This design comes from an exercise in tuning for small area and a short achievable clock period on the open sky130 flow, not from production work.
In this exercise RTL edits were held to simulation tests only and were not proved equivalent to the original.
Power figures rest on the tool's default switching activity, not on a simulated workload.

==> flow/design.v (outline; a module is shown in full before it is edited, if it fits) <==
// module bv_cp2: 997 lines
module bv_cp2 (
    input  wire        clk,
    input  wire        rst,         
    input  wire        issue,       
    input  wire [5:0]  op,          
    input  wire [23:0] ga,
    input  wire [23:0] gb,
    output reg         r1_valid,    
    output wire [23:0] r1_data,     
    output reg         r2_valid,    
    output reg  [23:0] r2_data,     
    output reg         r1_ill       
);
  // ...
==> flow/flow/run.sh <==
#!/bin/bash
# The standard layout (the standard.sh, its synthesis unchanged), with
# timing repair asked to leave a setup slack of at least SETUP_SLACK_MARGIN
# ns at the design's clock period: the design's paths are far shorter than
# the period, so without the margin the repair steps do nothing.
# make's full output goes to flow.log; each step's log is under orfs/logs.
set -euo pipefail
bash standard.sh SETUP_SLACK_MARGIN=8 finish > flow.log 2>&1
==> flow/standard.sh <==
#!/bin/bash
# synth_recipe.tcl (not shown) runs the flow's synth.tcl, then flattens the netlist and writes it again
# the make line also repeats each setting of config.mk as NAME=value (left out here)
make -C /OpenROAD-flow-scripts/flow DESIGN_CONFIG=/design/flow/config.mk WORK_HOME=/design/flow/orfs CLKGATE_MAP_FILE= SYNTH_SCRIPT=/design/flow/synth_recipe.tcl "${@:-finish}"
==> flow/config.mk <==
export PLATFORM = sky130hd
export DESIGN_NAME = bv_cp2
export DESIGN_NICKNAME = bv_cp2
export VERILOG_FILES = /design/flow/design.v
export SDC_FILE = /design/flow/constraint.sdc
export NUM_CORES = 4
export LEC_CHECK = 0
export CAP_MARGIN = 20
export CORE_MARGIN = 2
export CORE_UTILIZATION = 50
export PLACE_DENSITY = 0.75
export SLEW_MARGIN = 20
==> flow/constraint.sdc <==
create_clock -name core_clock -period 15.0 [get_ports {clk}]
set_input_delay 3.0000 -clock core_clock [delete_from_list [all_inputs] [get_ports {clk}]]
set_output_delay 3.0000 -clock core_clock [all_outputs]
set_load 0.01 [all_outputs]
==> flow_summary_export.csv, run 1 <==
group,metric,value,unit
floorplanning,coreArea,0.05488,mm2
floorplanning,start_util,0.5044,
floorplanning,ios,108,
yosys,yosysUniqueCellTypes,77,
worst_hold_path,min_from,"acc_re[5]",
yosys,syn-instance-count,3393,
critical_path,cp-startpoint,"gb[1]",
route,drt-initial-drc-count,3470,
sta,fin_hold_ws,0.4781,ns
clock_tree,cts_tree,"yes",
sta,setup_viol,0,
finish,fin_cells,4005,
clock_tree,clkTransAtPathRegs,0.07,ns
pwr,comb_cell_power,2.78,mW
global_route,met1_usage,0.4363,
status,status,"finished clean",
critical_path,crit_chain,"clkdlybuf4s50_1 -> inv_1 -> ha_2 -> nor2b_2 -> a22oi_1 -> nor2b_1 -> o21ai_0 -> o21ai_0 -> fa_1 -> nor2b_1 -> o21ai_1 -> a21oi_1 -> o21ai_1 -> a21boi_1 -> o21a_1 -> o311a_1 -> o21a_1 -> o31ai_1",
sta,fmax,147.9,MHz
critical_path,cp.depth,18,
critical_path,crit_family,"compound AO/OA/AOI/OAI gates",
pwr,maxPowerGroup,"combinational cells",
yosys,synth-compound-area-share,0.2242,
yosys,synth_top_family_by_area,"adder cells",
yosys,muxShareOfSynthArea,0.01225,
critical_path,cp_max_fo,17,
yosys,yosysTopAreaCellShare,0.2170,
route,route.detailed.wl_per_inst,24.42,um
yosys,synthAdderAreaFrac,0.2869,
finish,clkbuf_count,19,
worst_hold_path,min_to,"acc_re[5]",
==> inputs of run 2 (changes only) <==
--- a/flow/design.v
+++ b/flow/design.v
@@ -37,46 +37,26 @@
     wire dec_pwr  = (op == 6'h06);
     wire dec_mac  = (op == 6'h07) || (op == 6'h08);
     wire dec_rd   = (op >= 6'h0A) && (op <= 6'h0F);
     wire dec_conj = (op == 6'h04) || (op == 6'h08) || (op == 6'h06);
     wire [11:0] gai = ga[23:12];
     wire [11:0] gaq = ga[11:0];
     wire [11:0] gbi = gb[23:12];
     wire [11:0] gbq = gb[11:0];
-    wire is_add  = (op[2:0] == 3'd0);
-    wire is_sub  = (op[2:0] == 3'd1);
-    wire is_conj = (op[2:0] == 3'd2);
-    wire [1:0] k = gb[1:0];
-    wire rot0 = (k == 2'd0);
-    wire rot1 = (k == 2'd1);
-    wire rot2 = (k == 2'd2);
-    wire rot3 = (k == 2'd3);
-    wire ab   = is_add | is_sub;
-    reg [11:0] xi, yi, xq, yq;
-    reg        si, sq;
-    always @* begin
-        if (op[2]) begin                  
-            xi = rot0 ? gai : rot3 ? gaq : 12'd0;
-            yi = rot1 ? gaq : rot2 ? gai : 12'd0;
-            si = rot1 | rot2;
-            xq = rot0 ? gaq : rot1 ? gai : 12'd0;
-            yq = rot2 ? gaq : rot3 ? gai : 12'd0;
-            sq = rot2 | rot3;
-        end else begin                    
-            xi = gai;
-            yi = ab ? gbi : 12'd0;
-            si = is_sub;
-            xq = is_conj ? 12'd0 : gaq;
-            yq = is_conj ? gaq : gbq;
-            sq = is_sub | is_conj;
-        end
-    end
-    wire [12:0] r1i = {xi[11], xi} + ({yi[11], yi} ^ {13{si}}) + {12'd0, si};
-    wire [12:0] r1q = {xq[11], xq} + ({yq[11], yq} ^ {13{sq}}) + {12'd0, sq};
+    wire k0 = gb[0];
+    wire k1 = gb[1];
+    wire [11:0] pi = op[2] ? 12'd0 : gai;
+    wire [11:0] qi = op[2] ? (k0 ? gaq : gai) : (op[1] ? 12'd0 : gbi);
+    wire        si = op[2] ? (k0 ^ k1) : op[0];
+    wire [11:0] pq = (op[2] | op[1]) ? 12'd0 : gaq;
+    wire [11:0] qq = op[2] ? (k0 ? gai : gaq) : (op[1] ? gaq : gbq);
+    wire        sq = op[2] ? k1 : (op[1] | op[0]);
+    wire [12:0] r1i = {pi[11], pi} + ({qi[11], qi} ^ {13{si}}) + {12'd0, si};
+    wire [12:0] r1q = {pq[11], pq} + ({qq[11], qq} ^ {13{sq}}) + {12'd0, sq};
     wire [23:0] gy = dec_pwr ? ga : gb;
     wire [12:0] gyi = {gy[23:12], 1'b0};
     wire [12:0] gyq = {gy[11:0], 1'b0};
     reg  [5:0]  d_one_i, d_two_i, d_neg_i, d_one_q, d_two_q, d_neg_q;
     integer n;
     wire dec_x = dec_mul | dec_pwr | dec_mac;
     always @* begin
         for (n = 0; n < 6; n = n + 1) begin
==> run 2 against run 1 <==
  * Synthesized cell count shrank 0.35%
  * Clock-buffer cell count is the same
  * Sequential cell count is the same
  * Fmax grew 0.46%
  * Clock power shrank 3%
  * Via count shrank 1.9%
  * Final cell count grew 1.0%
  * Wire length shrank 2.5%
  * Sequential power is essentially flat
  * Combinational power grew 6%
  * First-iteration DRC count shrank 14%
  * Largest cell class unchanged
  * Largest power group unchanged
==> flow_summary_export.csv, run 2 <==
group,metric,value,unit
global_route,antenna_found_initial,0,
global_route,grtUsageTotal,0.3318,
pwr,powerDensity,133.6,mW/mm2
placement,port-buffer-count,107,
route,wl,95.40,mm
finish,final_cell_mix,"inv_1 (366), xnor2_1 (328), fa_1 (300)",
placement,place_congestion,0.9447,
yosys,synth.most_common_cell,"inv_1",
clock_tree,cts_buffers,17,
critical_path,crit_family,"adder cells",
yosys,synthArstFlopShare,0,
clock_tree,clockBufferDepth,2,
critical_path,endpoint_kind,"register",
critical_path,timing.rr.end,"acc_im[31]",
clock_tree,htreeDepth,4,
sta,fmax,148.5,MHz
finish,area_growth,7.159,%
sta,hold_violations,0,
critical_path,endpoint,"acc_im[31]",
route,drtPass1Iterations,9,
critical_path,reg2reg_setup_slack,8.27,ns
finish,fin_nets,3792,
global_route,grt_pass1_vias,24500,
sta,tns,0,ns
yosys,synth_top_cell_by_area,"fa_1",
sta,post-route-period-util,0.4488,
sta,rsz0062_at_grt,"true",
critical_path,cp-startpoint,"nq[1]",
floorplanning,die_x,240.0,um
finish,num_antenna_cells,0,
floorplanning,die_h,240.0,um
yosys,yosysTopAreaCellShare,0.2156,
sta,fin_hold_ws,0.4489,ns
floorplanning,start_util,0.5057,
global_route,grt_start_max_net_pins,67,
finish,reg.largest.list,"acc_im x32, acc_re x32, r1r x26",
route,ant_nets,0,
yosys,ys_top_cells_by_area,"fa_1 (22%), dfxtp_1 (14%), xnor2_1 (10%)",
floorplanning,ios,108,
yosys,synth-edff-count,0,
route,drt-initial-drc-count,2977,
sta,period_needed,6.732,ns
sta,tightest_slew,1.050,ns
route,route.detailed.wl_per_inst,23.58,um
critical_path,cp.required,15.30,ns
yosys,synth_common_cells,"inv_1 (366), xnor2_1 (328), fa_1 (300)",
critical_path,crit_buf_inv,6,
critical_path,cpMostUsedCell,"fa_1",
yosys,ys_seq_elements,194,
floorplanning,coreArea,0.05509,mm2
clock_tree,post_cts_buffers,0,
route,num_vias,25110,
critical_path,regToRegStartpoint,"nq[1]",
sta,relSlewSlack,0.3000,
clock_tree,cts_tree,"yes",
clock_tree,clk_latency,0.48,ns
floorplanning,row_count,86,
yosys,yosysUniqueCellTypes,84,
route,drc_errors,0,
critical_path,slowest_stage,"inv_2",
pwr,p_leak,12.46,nW
run,maxCapViolCount,0,
critical_path,rr_worst_depth,22,
critical_path,worstSetupPathType,"reg -> reg",
critical_path,cpPeakStageDelay,0.57,ns
yosys,syn-num-nets,3888,
clock_tree,numClockSinks,194,
yosys,synth_area,0.02786,mm2
yosys,syn_area_per_cell,8.240,um2
route,viasPerCell,6.206,
yosys,yosys_warnings,1,
critical_path,cp_max_fo,17,
finish,drive_gt1_frac,0.05003,
yosys,ys_seq_area_frac,0.1394,
critical_path,cp.depth,22,
yosys,ys.flop_type,"dfxtp_1",
finish,nFillCells,5131,
pwr,ir_drop,0.2149,mV
critical_path,startpoint_type,"register",
clock_tree,clkTransAtPathRegs,0.07,ns
yosys,syn-instance-count,3381,
worst_hold_path,hold_class,"reg -> reg",
finish,final_common_cell,"inv_1",
global_route,grt_overflow_total,0,
sta,clock_skew,0.02406,ns
critical_path,crit_chain,"buf_4 -> inv_2 -> xnor2_1 -> fa_1 -> inv_1 -> fa_1 -> fa_1 -> inv_1 -> fa_1 -> inv_1 -> fa_1 -> inv_1 -> ha_1 -> ha_1 -> a21oi_1 -> o21ai_0 -> and4_1 -> a221o_1 -> o21ai_1 -> o21ai_1 -> xnor2_1 -> a21oi_1",
sta,drv_slew,0,
critical_path,cp.arrival,7.03,ns
clock_tree,cts-root-buf,"clkbuf_16",
status,status,"finished clean",
floorplanning,dieArea,0.05762,mm2
global_route,grt_pass1_wl,144.8,mm
sta,setup_viol,0,
placement,hpwl,66.16,mm
-- run 2: cell count changes after synthesis, sizes merged, moves of 18 or more --
cell,change
nand2,-32
clkbuf,-18
nor2b,+20
a22o,-18
nor2,+18
o21ai,-31
mux2i,+27
a21oi,+36
a22oi,-31
-- run 2: cell families after synthesis --
family / after synthesis / synth area share
AO/OA/AOI/OAI: 895 / 0.2183
XOR/XNOR: 425 / 0.1336
adder cells (fa/ha/maj): 451 / 0.2833
buffers and inverters: 671 / 0.09203
flip-flops: 194 / 0.1394
multiplexers: 60 / 0.02187
AND/OR/NAND/NOR: 685 / 0.1114
-- run 2: report_power, final --
group	switching, mW	internal, mW
clock	0.236	0.222
combinational	1.86	1.09
sequential	0.0307	0.549
total	2.12	1.86
-- run 2: final cells by class --
type	instances	area, um2	share of cell area
clock buffers	19	442.9	0.01484
clock inverters	13	120.1	0.004024
inverters	375	1413	0.04732
multi-input cells	2516	21430	0.7178
flip-flops and latches	194	3895	0.1305
well taps	748	935.9	0.03135
repair buffers	181	1617	0.05415
-- run 2: per-layer routing --
metal	part of all wire	GRT usage	vias up
met5	0	0	-
met3	0.13	0.09300	434
met4	0.071	0.2010	0
li1	-	-	11110
met1	0.37	0.4234	11840
met2	0.43	0.4986	1724
-- run 2: through the flow --
step / power, mW / cell area [um2] / util / cells / setup WS [ns]
detailed placement: 3.460 / 29270 / 0.5313 / 4014 / 7.831
CTS: 3.932 / 29840 / 0.5416 / 4046 / 8.014
finish: 3.989 / 29850 / 0.5419 / 4046 / 8.268
floorplan: 2.623 / 27860 / - / 3381 / 8.478
global placement: 3.441 / 29270 / 0.5313 / 4014 / 7.855
global route: 4.259 / 29850 / 0.5419 / 4046 / 7.942
-- run 2: worst min path at each step --
stage               start       end  cells past startpoint
global placement     v_rd  r2_valid                      2
detailed placement   v_rd  r2_valid                      2
global route         v_rd  r2_valid                      2
CTS                  v_rd  r2_valid                      2
floorplan           v_mul       r2m                      0
finish               v_rd  r2_valid                      2
-- run 2: worst register-to-register path, stage by stage, from the launching register on --
cell,delay (ns)
dfxtp_1,0.32
buf_4,0.24
inv_2,0.58
xnor2_1,0.21
fa_1,0.56
inv_1,0.06
fa_1,0.40
fa_1,0.56
inv_1,0.06
fa_1,0.57
inv_1,0.07
fa_1,0.53
inv_1,0.04
ha_1,0.29
ha_1,0.34
a21oi_1,0.23
o21ai_0,0.16
and4_1,0.22
a221o_1,0.38
o21ai_1,0.36
o21ai_1,0.16
xnor2_1,0.17
a21oi_1,0.08
-- run 2: repair_timing --
| action | CTS | global route |
|---|---|---|
| endpoints found under the hold margin | 0 | 0 |
| gates resized for setup | 1 | 10 |
| hold buffers | 0 | 0 |
| endpoints found under the setup margin | 1 | 27 |
==> inputs of run 3 (changes only) <==
==> flow/flow/run.sh (replaced) <==
#!/bin/bash
# The standard layout (the standard.sh, its synthesis unchanged), with
# timing repair asked to leave a setup slack of at least SETUP_SLACK_MARGIN
# ns at the design's clock period: the design's paths are far shorter than
# the period, so without the margin the repair steps do nothing. Every port
# still gets its own buffer, a buf_2 rather than the flow's default choice
# of a delay cell.
# make's full output goes to flow.log; each step's log is under orfs/logs.
set -euo pipefail
bash standard.sh SETUP_SLACK_MARGIN=8.5 "BUFFER_PORTS_ARGS=-buffer_cell sky130_fd_sc_hd__buf_2" finish > flow.log 2>&1
==> run 3 against run 2 <==
  * Clock-buffer cell count grew 1
  * Synthesized area unchanged
  * Sequential share of layout area up 0.092 points
  * Die area unchanged
  * Global-route usage rose by 0.56 points
  * Synthesized cell count stayed put
  * Critical path type unchanged
  * Largest cell class unchanged
  * Largest power group unchanged
  * Highest routed layer is now met5
==> flow_summary_export.csv, run 3 <==
group,metric,value,unit
sta,tightest_slew,1.110,ns
finish,fin_cells,4044,
clock_tree,clkTransAtPathRegs,0.07,ns
yosys,syn-num-nets,3888,
finish,drive_gt1_frac,0.08617,
yosys,muxShareOfSynthArea,0.02187,
clock_tree,cts_tree,"yes",
status,status,"finished clean",
sta,period_needed,6.351,ns
yosys,ys.flop_type,"dfxtp_1",
yosys,ys_seq_area_frac,0.1394,
clock_tree,hold_buffers,0,
yosys,synth-compound-area-share,0.2183,
placement,hpwl,67.43,mm
sta,fin_ws,8.649,ns
clock_tree,numClockSinks,194,
sta,rsz0062_at_grt,"true",
finish,reg.largest.list,"acc_im x32, acc_re x32, r1r x26",
critical_path,cp.arrival,6.76,ns
global_route,grt_pass1_wl,147.0,mm
route,drtPass1Iterations,7,
sta,fin_hold_ws,0.4586,ns
yosys,synthSimpleGateAreaFrac,0.1114,
route,drc_errors,0,
critical_path,endpoint_kind,"register",
yosys,synthArstFlopShare,0,
floorplanning,die_h,240.0,um
floorplanning,coreArea,0.05509,mm2
finish,area_growth,6.750,%
finish,num_antenna_cells,0,
sta,hold_violations,0,
yosys,yosys_warnings,1,
yosys,yosysTopAreaCellShare,0.2156,
yosys,synthAdderAreaFrac,0.2833,
route,route.detailed.wl_per_inst,24.00,um
pwr,p_leak,12.63,nW
sta,setup_viol,0,
critical_path,worstSetupPathType,"reg -> reg",
placement,port-buffer-count,107,
clock_tree,cts-root-buf,"clkbuf_16",
run,maxCapViolCount,0,
finish,fin_nets,3790,
yosys,yosysUniqueCellTypes,84,
route,wl,97.08,mm
yosys,synth-edff-count,0,
placement,placed_cells,4010,
finish,multiInputGateArea,0.02149,mm2
finish,seq_area,0.003908,mm2
critical_path,cp_max_fo,17,
global_route,grt_pass1_vias,25170,
yosys,synth_top_family_by_area,"adder cells",
sta,relSlewSlack,0.2599,
clock_tree,cts_buffers,17,
clock_tree,clk_latency,0.49,ns
yosys,syn_area_per_cell,8.240,um2
placement,place_congestion,0.9506,
route,drt-initial-drc-count,3454,
floorplanning,start_util,0.5057,
route,viasPerCell,6.278,
global_route,grtUsageTotal,0.3374,
yosys,synth_common_cells,"inv_1 (366), xnor2_1 (328), fa_1 (300)",
clock_tree,clockBufferDepth,2,
worst_hold_path,hold_class,"reg -> reg",
yosys,syn-instance-count,3381,
pwr,powerDensity,134.9,mW/mm2
global_route,grt_overflow_total,0,
sta,tns,0,ns
critical_path,startpoint_type,"register",
yosys,synth_xor_area_frac,0.1336,
floorplanning,dieArea,0.05762,mm2
clock_tree,htreeDepth,4,
floorplanning,row_count,86,
yosys,ys_seq_elements,194,
yosys,synth_area,0.02786,mm2
sta,post-route-period-util,0.4234,
finish,nFillCells,5142,
yosys,synth.most_common_cell,"inv_1",
floorplanning,die_x,240.0,um
global_route,antenna_found_initial,1,
global_route,grt_start_max_net_pins,61,
route,ant_nets,0,
yosys,ys_top_cells_by_area,"fa_1 (22%), dfxtp_1 (14%), xnor2_1 (10%)",
sta,fmax,157.5,MHz
placement,place_ws,8.036,ns
pwr,ir_drop,0.2186,mV
route,num_vias,25390,
floorplanning,ios,108,
sta,clock_skew,0.02738,ns
yosys,synth_top_cell_by_area,"fa_1",
finish,final_cell_mix,"inv_1 (365), xnor2_1 (327), fa_1 (300)",
pwr,power,4.012,mW
finish,final_common_cell,"inv_1",
critical_path,cp.required,15.41,ns
sta,drv_slew,0,
==> run 3: repair_timing <==
action                     CTS  global route
pin swaps                    0             2
setup endpoints to repair   26            60
resized for setup           17           113
buffers inserted             0             2
cloned                       0             0
hold endpoints to repair     0             0
==> run 3: where the power goes <==
| part | internal (mW) | switching, mW | leakage [nW] | total, mW |
|---|---|---|---|---|
| sequential | 0.548 | 0.0352 | 1.60 | 0.584 |
| combinational | 1.10 | 1.85 | 10.7 | 2.95 |
| clock | 0.242 | 0.233 | 0.286 | 0.475 |
==> run 3: cells by family after synthesis <==
kind of cell,Yosys count
muxes,60
DFF,194
and+or+nand+nor,685
adders and majority gates,451
buffers and inverters,671
xor gates and xnor gates,425
AOI/OAI and AO/OA,895
==> run 3: per-layer routing <==
metal	vias up	GRT usage	routed length, um	part of all wire
met5	-	0	12	0.00012
met4	2	0.2074	7124	0.073
met3	503	0.1109	12980	0.13
met2	1793	0.5060	41460	0.43
met1	11970	0.4196	35500	0.37
li1	11120	-	-	-
==> run 3: final timing paths <==
kind | depth (start not counted) | from | slack, ns | endpoint
max | 23 | nq[4] | 8.65 | acc_im[28]
max reg2reg | 23 | nq[4] | 8.65 | acc_im[28]
min | 2 | v_rd | 0.46 | r2_valid
min reg2reg | 2 | v_rd | 0.46 | r2_valid
==> run 3: area by class of cell <==
type | instances | area share
multi-input combinational | 2516 | 0.7225
sequential | 194 | 0.1314
inverter | 375 | 0.04851
timing repair buffer | 179 | 0.04679
tap | 748 | 0.03147
clock buffer | 20 | 0.01536
clock inverter | 12 | 0.003997
==> run 3: per-stage QoR <==
step,utilization,area [um2]
2_1_floorplan,-,27860
3_3_place_gp,0.5212,28720
3_5_place_dp,0.5213,28720
4_1_cts,0.5324,29330
5_1_grt,0.5398,29740
6_report,0.5398,29740
==> run 3: critical path, cell delays in order (launching register included) <==
cell	delay, ns
dfxtp_1	0.35
buf_6	0.26
inv_6	0.17
xnor2_1	0.19
fa_1	0.52
inv_1	0.06
fa_1	0.50
inv_1	0.06
fa_1	0.45
fa_1	0.54
inv_1	0.05
fa_1	0.60
inv_1	0.06
ha_1	0.30
ha_2	0.41
and3_1	0.19
nand4_1	0.14
o21ai_1	0.21
nor3_2	0.10
o211a_4	0.30
o21ai_4	0.20
a31oi_1	0.12
or4_1	0.41
nand3_1	0.08
==> inputs of run 4 (changes only) <==
--- a/flow/config.mk
+++ b/flow/config.mk
@@ -7,6 +7,6 @@
 export LEC_CHECK = 0
 export CAP_MARGIN = 20
 export CORE_MARGIN = 2
-export CORE_UTILIZATION = 50
-export PLACE_DENSITY = 0.75
+export CORE_UTILIZATION = 55
+export PLACE_DENSITY = 0.8
 export SLEW_MARGIN = 20
==> run 4 against run 3 <==
  * Fmax is 0.49% higher
  * Synthesized area unchanged
  * Register-to-register slack better by 0.03 ns
  * Core utilization increased by 5.5 points
  * Hold slack better by 0.023 ns
  * Final area about the same
  * Still clean on timing, DRC and antenna
  * Wire length fell by 2.3%
  * Final cell count shrank 1.8%
  * Sequential power hardly changed
==> flow_summary_export.csv, run 4 <==
group,metric,value,unit
status,status,"finished clean",
yosys,yosysTopAreaCellShare,0.2156,
sta,fin_ws,8.680,ns
route,wl,94.86,mm
clock_tree,cts_tree,"yes",
placement,port-buffer-count,107,
yosys,yosys_warnings,1,
critical_path,cp-startpoint,"ra[12]",
critical_path,cpMostUsedCell,"fa_1",
critical_path,worstSetupPathType,"reg -> reg",
clock_tree,clkTransAtPathRegs,0.09,ns
finish,final_cell_mix,"inv_1 (365), xnor2_1 (324), fa_1 (300)",
finish,drive_gt1_frac,0.08942,
sta,tns,0,ns
clock_tree,htreeDepth,4,
yosys,syn_area_per_cell,8.240,um2
critical_path,cp.arrival,6.73,ns
pwr,power_frac_seq,0.143,
sta,period_needed,6.320,ns
yosys,syn-instance-count,3381,
critical_path,slowest_stage,"fa_1",
yosys,synth_area,0.02786,mm2
placement,placed_cells,3934,
route,route.detailed.wl_per_inst,23.89,um
placement,hpwl,65.81,mm
yosys,ys.flop_type,"dfxtp_1",
finish,nFillCells,4455,
yosys,synth_top_cell_by_area,"fa_1",
finish,multiInputGateArea,0.02154,mm2
yosys,synthArstFlopShare,0,
finish,fin_cells,3971,
placement,placed_area,0.02863,mm2
yosys,synth-edff-count,0,
pwr,p_comb_frac,0.736,
sta,hold_violations,0,
finish,final_util,0.5943,
finish,num_antenna_cells,0,
finish,fin_nets,3794,
pwr,p_sw_frac,0.5224,
global_route,grt_pass1_wl,144.2,mm
route,drtPass1Iterations,7,
finish,reg.largest.list,"acc_im x32, acc_re x32, r1r x26",
critical_path,timing.rr.end,"acc_im[28]",
floorplanning,coreArea,0.05007,mm2
yosys,synth_common_cells,"inv_1 (366), xnor2_1 (328), fa_1 (300)",
critical_path,cp_max_fo,26,
critical_path,cp.required,15.41,ns
clock_tree,cts_buffers,17,
run,maxCapViolCount,0,
placement,place_ws,7.939,ns
yosys,synth.most_common_cell,"inv_1",
global_route,grt_pass1_vias,25320,
yosys,ys_seq_area_frac,0.1394,
finish,area_growth,6.818,%
floorplanning,dieArea,0.05247,mm2
clock_tree,numClockSinks,194,
sta,setup_viol,0,
critical_path,reg2reg_setup_slack,8.68,ns
critical_path,startpoint_type,"register",
sta,relSlewSlack,0.2916,
pwr,ir_drop,0.2167,mV
route,drt-initial-drc-count,3636,
pwr,pwr-share-clk,0.120,
pwr,powerDensity,136.8,mW/mm2
sta,drv_slew,0,
route,ant_nets,0,
clock_tree,hold_buffers,0,
pwr,power.net_switching,2.127,mW
global_route,grt_overflow_total,0,
global_route,antenna_found_initial,0,
floorplanning,die_h,229.1,um
critical_path,endpoint_kind,"register",
sta,tightest_slew,1.063,ns
route,drc_errors,0,
finish,seq_area,0.003910,mm2
critical_path,regToRegStartpoint,"ra[12]",
placement,place_congestion,0.9653,
critical_path,crit_chain,"buf_12 -> a22oi_1 -> xnor2_2 -> fa_1 -> fa_1 -> fa_1 -> inv_1 -> fa_1 -> inv_1 -> fa_1 -> inv_1 -> ha_1 -> ha_1 -> and3_1 -> nand4_1 -> o21ai_1 -> nor3_2 -> o211a_4 -> o21ai_4 -> a31oi_1 -> or4_1 -> nand3_1",
clock_tree,cts-root-buf,"clkbuf_16",
sta,rsz0062_at_grt,"true",
worst_hold_path,hold_class,"reg -> reg",
floorplanning,start_util,0.5564,
route,num_vias,25590,
pwr,p_leak,12.69,nW
sta,post-route-period-util,0.4213,
global_route,grt_start_max_net_pins,67,
clock_tree,clk_latency,0.48,ns
clock_tree,clockBufferDepth,2,
global_route,grtUsageTotal,0.3560,
finish,stdcell_area,0.02976,mm2
critical_path,rr_worst_depth,22,
yosys,ys_seq_elements,194,
critical_path,cpPeakStageDelay,0.56,ns
yosys,yosysUniqueCellTypes,84,
floorplanning,row_count,82,
pwr,internal_power,1.944,mW
yosys,ys_top_cells_by_area,"fa_1 (22%), dfxtp_1 (14%), xnor2_1 (10%)",
critical_path,endpoint,"acc_im[28]",
floorplanning,die_x,229.1,um
yosys,syn-num-nets,3888,
sta,clock_skew,0.02187,ns
finish,final_common_cell,"inv_1",
floorplanning,ios,108,
route,viasPerCell,6.444,
sta,fmax,158.2,MHz
==> run 4: metal layers <==
metal | wire [um] | vias to the layer above | part of all wire | GRT usage
met1 | 33030 | 11900 | 0.35 | 0.4348
li1 | - | 11130 | - | -
met2 | 40620 | 1987 | 0.43 | 0.5445
met5 | 0 | - | 0 | 0
met3 | 13680 | 575 | 0.14 | 0.1086
met4 | 7529 | 0 | 0.079 | 0.2328
==> run 4: critical path: cells and delay by family (launching register included) <==
kind | cells | cell delay [ns]
flip-flops | 1 | 0.38
buffers and inverters | 4 | 0.37
AND/OR/NAND/NOR | 5 | 0.91
adder cells (fa/ha/maj) | 7 | 3.24
AO/OA/AOI/OAI | 5 | 0.98
XOR/XNOR | 1 | 0.35
==> run 4: layout make-up <==
cell class | instances | area share
Sequential cell | 194 | 0.1314
Clock buffer | 18 | 0.01442
Inverter | 375 | 0.04814
Clock inverter | 13 | 0.005971
Tap cell | 672 | 0.02826
Multi-Input combinational cell | 2516 | 0.7239
Timing Repair Buffer | 183 | 0.04789
==> run 4: worst min-delay path by stage <==
stage / endpoint / cells past startpoint / slack [ns] / from
after floorplan: r2m / 0 / 0.37 / v_mul
after global placement: r2_valid / 2 / 0.45 / v_rd
after detailed placement: acc_re[4] / 2 / 0.47 / acc_re[4]
after CTS: acc_re[7] / 2 / 0.48 / acc_re[7]
after global routing: acc_re[3] / 2 / 0.50 / acc_re[3]
final: acc_re[7] / 2 / 0.48 / acc_re[7]
==> run 4: cell families after synthesis <==
family	share of synthesized area
buf+inv	0.09203
mux	0.02187
flops	0.1394
compound gates	0.2183
xor+xnor	0.1336
simple gates	0.1114
fa+ha+maj	0.2833
==> run 4: timing repair <==
| action | 4_1_cts | 5_1_grt |
|---|---|---|
| setup endpoints to repair | 34 | 68 |
| cloned | 0 | 1 |
| pin swaps | 0 | 6 |
| gates resized for setup | 17 | 119 |
| buffers inserted | 0 | 5 |
==> run 4: per-stage QoR <==
stage	power, mW	hold slack, ns
6_report	4.071	0.4813
5_1_grt	4.328	0.5037
4_1_cts	3.917	0.4804
3_5_place_dp	3.412	0.4703
3_3_place_gp	3.379	0.4528
2_1_floorplan	2.623	0.3742
==> run 4: power by group through the flow <==
stage | registers (mW) | logic [mW] | clock network [mW]
floorplan | 0.573 | 2.05 | 0
global placement | 0.591 | 2.79 | 0
detailed placement | 0.591 | 2.82 | 0
CTS | 0.579 | 2.84 | 0.493
global route | 0.585 | 3.23 | 0.514
finish | 0.584 | 3.00 | 0.490
==> inputs of run 5 (changes only) <==
--- a/flow/flow/run.sh
+++ b/flow/flow/run.sh
@@ -7,4 +7,4 @@
 # of a delay cell.
 # make's full output goes to flow.log; each step's log is under orfs/logs.
 set -euo pipefail
-bash standard.sh SETUP_SLACK_MARGIN=8.5 "BUFFER_PORTS_ARGS=-buffer_cell sky130_fd_sc_hd__buf_2" finish > flow.log 2>&1
+bash standard.sh SETUP_SLACK_MARGIN=8.75 "BUFFER_PORTS_ARGS=-buffer_cell sky130_fd_sc_hd__buf_2" finish > flow.log 2>&1
--- a/flow/config.mk
+++ b/flow/config.mk
@@ -7,6 +7,6 @@
 export LEC_CHECK = 0
 export CAP_MARGIN = 20
 export CORE_MARGIN = 2
-export CORE_UTILIZATION = 55
-export PLACE_DENSITY = 0.8
+export CORE_UTILIZATION = 50
+export PLACE_DENSITY = 0.75
 export SLEW_MARGIN = 20
==> run 5 against run 4 <==
  * Synthesized cell count is the same
  * Global-route usage shrank 2.2 points
  * Clock skew shrank 0.0021 ns
  * Non-clock buffer count grew 18
  * Critical path depth shrank 3
  * Sequential power is essentially flat
  * Combinational power grew 6.7%
  * Final cell count grew 2.4%
  * Largest cell class unchanged
  * Clock power shrank 1%
  * Hold slack lost 0.019 ns
  * Still clean on timing, DRC and antenna
==> flow_summary_export.csv, run 5 <==
group,metric,value,unit
yosys,synth_top_cell_by_area,"fa_1",
critical_path,slowest_stage,"fa_1",
global_route,met1_usage,0.4204,
global_route,grt_start_max_net_pins,67,
finish,final_cell_mix,"inv_1 (366), xnor2_1 (322), fa_1 (296)",
pwr,p_leak,12.92,nW
global_route,busiest_layer,"met2",
critical_path,crit_buf_inv,3,
sta,relSlewSlack,0.3024,
global_route,grt_pass1_wl,145.6,mm
yosys,syn_area_per_cell,8.240,um2
floorplanning,dieArea,0.05762,mm2
yosys,ys_seq_area_frac,0.1394,
clock_tree,clk_latency,0.49,ns
critical_path,rr_worst_depth,19,
global_route,grtUsageTotal,0.3343,
pwr,power.net_switching,2.226,mW
clock_tree,cts-root-buf,"clkbuf_16",
route,drt-initial-drc-count,3402,
sta,fmax,161.5,MHz
global_route,antenna_found_initial,0,
sta,clock_skew,0.01973,ns
finish,multiInputGateArea,0.02166,mm2
sta,fin_ws,8.809,ns
clock_tree,clkTransAtPathRegs,0.08,ns
route,wl,98.58,mm
clock_tree,numClockSinks,194,
finish,final_common_cell,"inv_1",
yosys,yosys_warnings,1,
placement,place_ws,8.047,ns
placement,port-buffer-count,107,
sta,rsz0062_at_grt,"true",
floorplanning,die_h,240.0,um
clock_tree,htreeDepth,4,
sta,hold_violations,0,
floorplanning,row_count,86,
critical_path,cpMostUsedCell,"fa_1",
finish,area_growth,9.688,%
route,route.detailed.wl_per_inst,24.24,um
critical_path,endpoint_kind,"register",
critical_path,crit_chain,"buf_8 -> a22oi_1 -> xnor2_1 -> fa_2 -> fa_1 -> inv_1 -> fa_1 -> fa_1 -> fa_1 -> inv_1 -> ha_1 -> ha_2 -> nand2_1 -> or4_1 -> o211a_4 -> o21ai_4 -> a31oi_2 -> or4_1 -> nand3_1",
placement,hpwl,66.72,mm
placement,placed_area,0.02874,mm2
critical_path,worstSetupPathType,"reg -> reg",
critical_path,startpoint_type,"register",
floorplanning,ios,108,
finish,fin_nets,3812,
yosys,synth-edff-count,0,
finish,nFillCells,5001,
sta,period_needed,6.191,ns
finish,stdcell_area,0.03056,mm2
pwr,p_sw_frac,0.5218,
critical_path,timing.rr.end,"acc_im[28]",
pwr,ir_drop,0.2328,mV
placement,place_congestion,0.9409,
yosys,syn-num-nets,3888,
yosys,ys_seq_elements,194,
critical_path,cp_max_fo,26,
finish,drive_gt1_frac,0.1028,
critical_path,cpPeakStageDelay,0.58,ns
route,viasPerCell,6.318,
worst_hold_path,whs_path_depth,2,
global_route,grt_overflow_total,0,
worst_hold_path,min_from,"v_rd",
route,num_vias,25690,
critical_path,cp.arrival,6.62,ns
pwr,power_frac_seq,0.137,
clock_tree,cts_buffers,17,
pwr,pwr-share-clk,0.113,
run,maxCapViolCount,0,
sta,tightest_slew,1.046,ns
critical_path,regToRegStartpoint,"ra[9]",
yosys,syn-instance-count,3381,
yosys,yosysUniqueCellTypes,84,
floorplanning,coreArea,0.05509,mm2
sta,drv_slew,0,
global_route,grt_use_met2,0.5143,
yosys,synth_area,0.02786,mm2
finish,final_util,0.5546,
worst_hold_path,hold_class,"reg -> reg",
worst_hold_path,min_to,"r2_valid",
floorplanning,die_x,240.0,um
clock_tree,cts_tree,"yes",
critical_path,crit_family,"adder cells",
pwr,powerDensity,139.6,mW/mm2
route,ant_nets,0,
finish,reg.largest.list,"acc_im x32, acc_re x32, r1r x26",
pwr,p_comb_frac,0.750,
yosys,synthArstFlopShare,0,
sta,post-route-period-util,0.4127,
pwr,internal_power,2.041,mW
floorplanning,start_util,0.5057,
yosys,synth_common_cells,"inv_1 (366), xnor2_1 (328), fa_1 (300)",
sta,setup_viol,0,
finish,seq_area,0.003929,mm2
status,status,"finished clean",
yosys,ys_top_cells_by_area,"fa_1 (22%), dfxtp_1 (14%), xnor2_1 (10%)",
sta,tns,0,ns
route,drc_errors,0,
clock_tree,clockBufferDepth,2,
yosys,yosysTopAreaCellShare,0.2156,
critical_path,reg2reg_setup_slack,8.81,ns
global_route,grt_pass1_vias,24940,
route,drtPass1Iterations,9,
global_route,met3_usage,0.09357,
critical_path,cp.required,15.43,ns
finish,num_antenna_cells,0,
yosys,ys.flop_type,"dfxtp_1",
yosys,synth.most_common_cell,"inv_1",
==> run 5: power groups by stage <==
| stage | Sequential, mW | Combinational (mW) | Clock (mW) |
|---|---|---|---|
| after global placement | 0.591 | 2.80 | 0 |
| after CTS | 0.580 | 2.93 | 0.486 |
| final | 0.584 | 3.20 | 0.483 |
| after detailed placement | 0.591 | 2.84 | 0 |
| after global routing | 0.586 | 3.42 | 0.505 |
| after floorplan | 0.573 | 2.05 | 0 |
==> run 5: worst max-delay path by stage <==
stage,startpoint,endpoint,cells after the start
4_1_cts,nq[0],acc_im[28],24
3_3_place_gp,ni[1],acc_im[29],21
2_1_floorplan,nq[3],acc_im[28],22
6_report,ra[9],acc_im[28],19
3_5_place_dp,gb[0],r1r[23],16
5_1_grt,ra[9],acc_im[28],19
==> run 5: timing repair <==
action,in CTS,in global routing
setup buffers,1,10
setup endpoints to repair,61,63
pin swaps,1,14
gates resized for setup,106,129
gates cloned,2,8
hold buffers,0,0
==> run 5: metal layers <==
layer / up-vias / part of all wire
li1: 11180 / -
met1: 12120 / 0.36
met2: 1910 / 0.43
met3: 482 / 0.14
met4: 0 / 0.072
met5: - / 0
==> run 5: logic make-up (layout without fill, tap and decap cells) <==
kind of cell / count (synthesis) / count (layout) / synth area share
AOI/OAI and AO/OA: 895 / 895 / 0.2183
xor gates and xnor gates: 425 / 425 / 0.1336
adders and majority gates: 451 / 451 / 0.2833
buffers and inverters: 671 / 608 / 0.09203
DFF: 194 / 194 / 0.1394
muxes: 60 / 60 / 0.02187
and+or+nand+nor: 685 / 685 / 0.1114
==> run 5: cell type report <==
| type | count | share of cell area |
|---|---|---|
| well taps | 748 | 0.03063 |
| flip-flops and latches | 194 | 0.1286 |
| repair buffers | 201 | 0.06474 |
| multi-input cells | 2516 | 0.7089 |
| clock inverters | 14 | 0.005405 |
| clock buffers | 18 | 0.01437 |
| inverters | 375 | 0.04738 |
==> run 5: worst min-delay path, stage by stage, from the launching register on <==
cell and delay, ns:
dfxtp_1 0.31, nor3_1 0.04, nor2_1 0.07
==> run 5: per-stage QoR <==
| step | hold WS (ns) | cells | power (mW) |
|---|---|---|---|
| after detailed placement | 0.4572 | 4013 | 3.428 |
| after global routing | 0.4972 | 4066 | 4.513 |
| final | 0.4620 | 4066 | 4.267 |
| after global placement | 0.4485 | 4013 | 3.394 |
| after floorplan | 0.3742 | 3381 | 2.623 |
| after CTS | 0.4753 | 4048 | 3.997 |

static timing again, ports no longer ideal:
The flow's constraints put no driver on any port. The routed layouts listed below were extracted and timed again, unchanged, in two steps.
Step 1 (the two cells are an assumption about what drives the block):
set clk [get_ports {clk}]
set_driving_cell -lib_cell sky130_fd_sc_hd__clkbuf_16 $clk
set_driving_cell -lib_cell sky130_fd_sc_hd__buf_2 [delete_from_list [all_inputs] $clk]
Step 2, shift: input delay + t, output delay - t, t = (earliest + latest rising clock arrival at the registers) / 2. This alone moves slack from input paths to output paths.
Slacks: no drivers / after step 1 / after step 2; pairs: no drivers / after step 1.
run | shift t [ns] | setup WS [ns] | pins driven straight from the clock port
run 1 | 0.542 | 8.237 / 8.258 / 7.729 | 1
run 2 | 0.530 | 8.268 / 8.268 / 7.859 | 1
run 3 | 0.536 | 8.649 / 8.649 / 8.353 | 1
run 4 | 0.535 | 8.680 / 8.680 / 8.416 | 1
run 5 | 0.538 | 8.809 / 8.809 / 8.589 | 1
After both steps setup and hold are still met in every run listed. For run 1, which loses most, drivers alone change the setup slack by +0.021 ns; drivers and shift together by -0.508 ns.
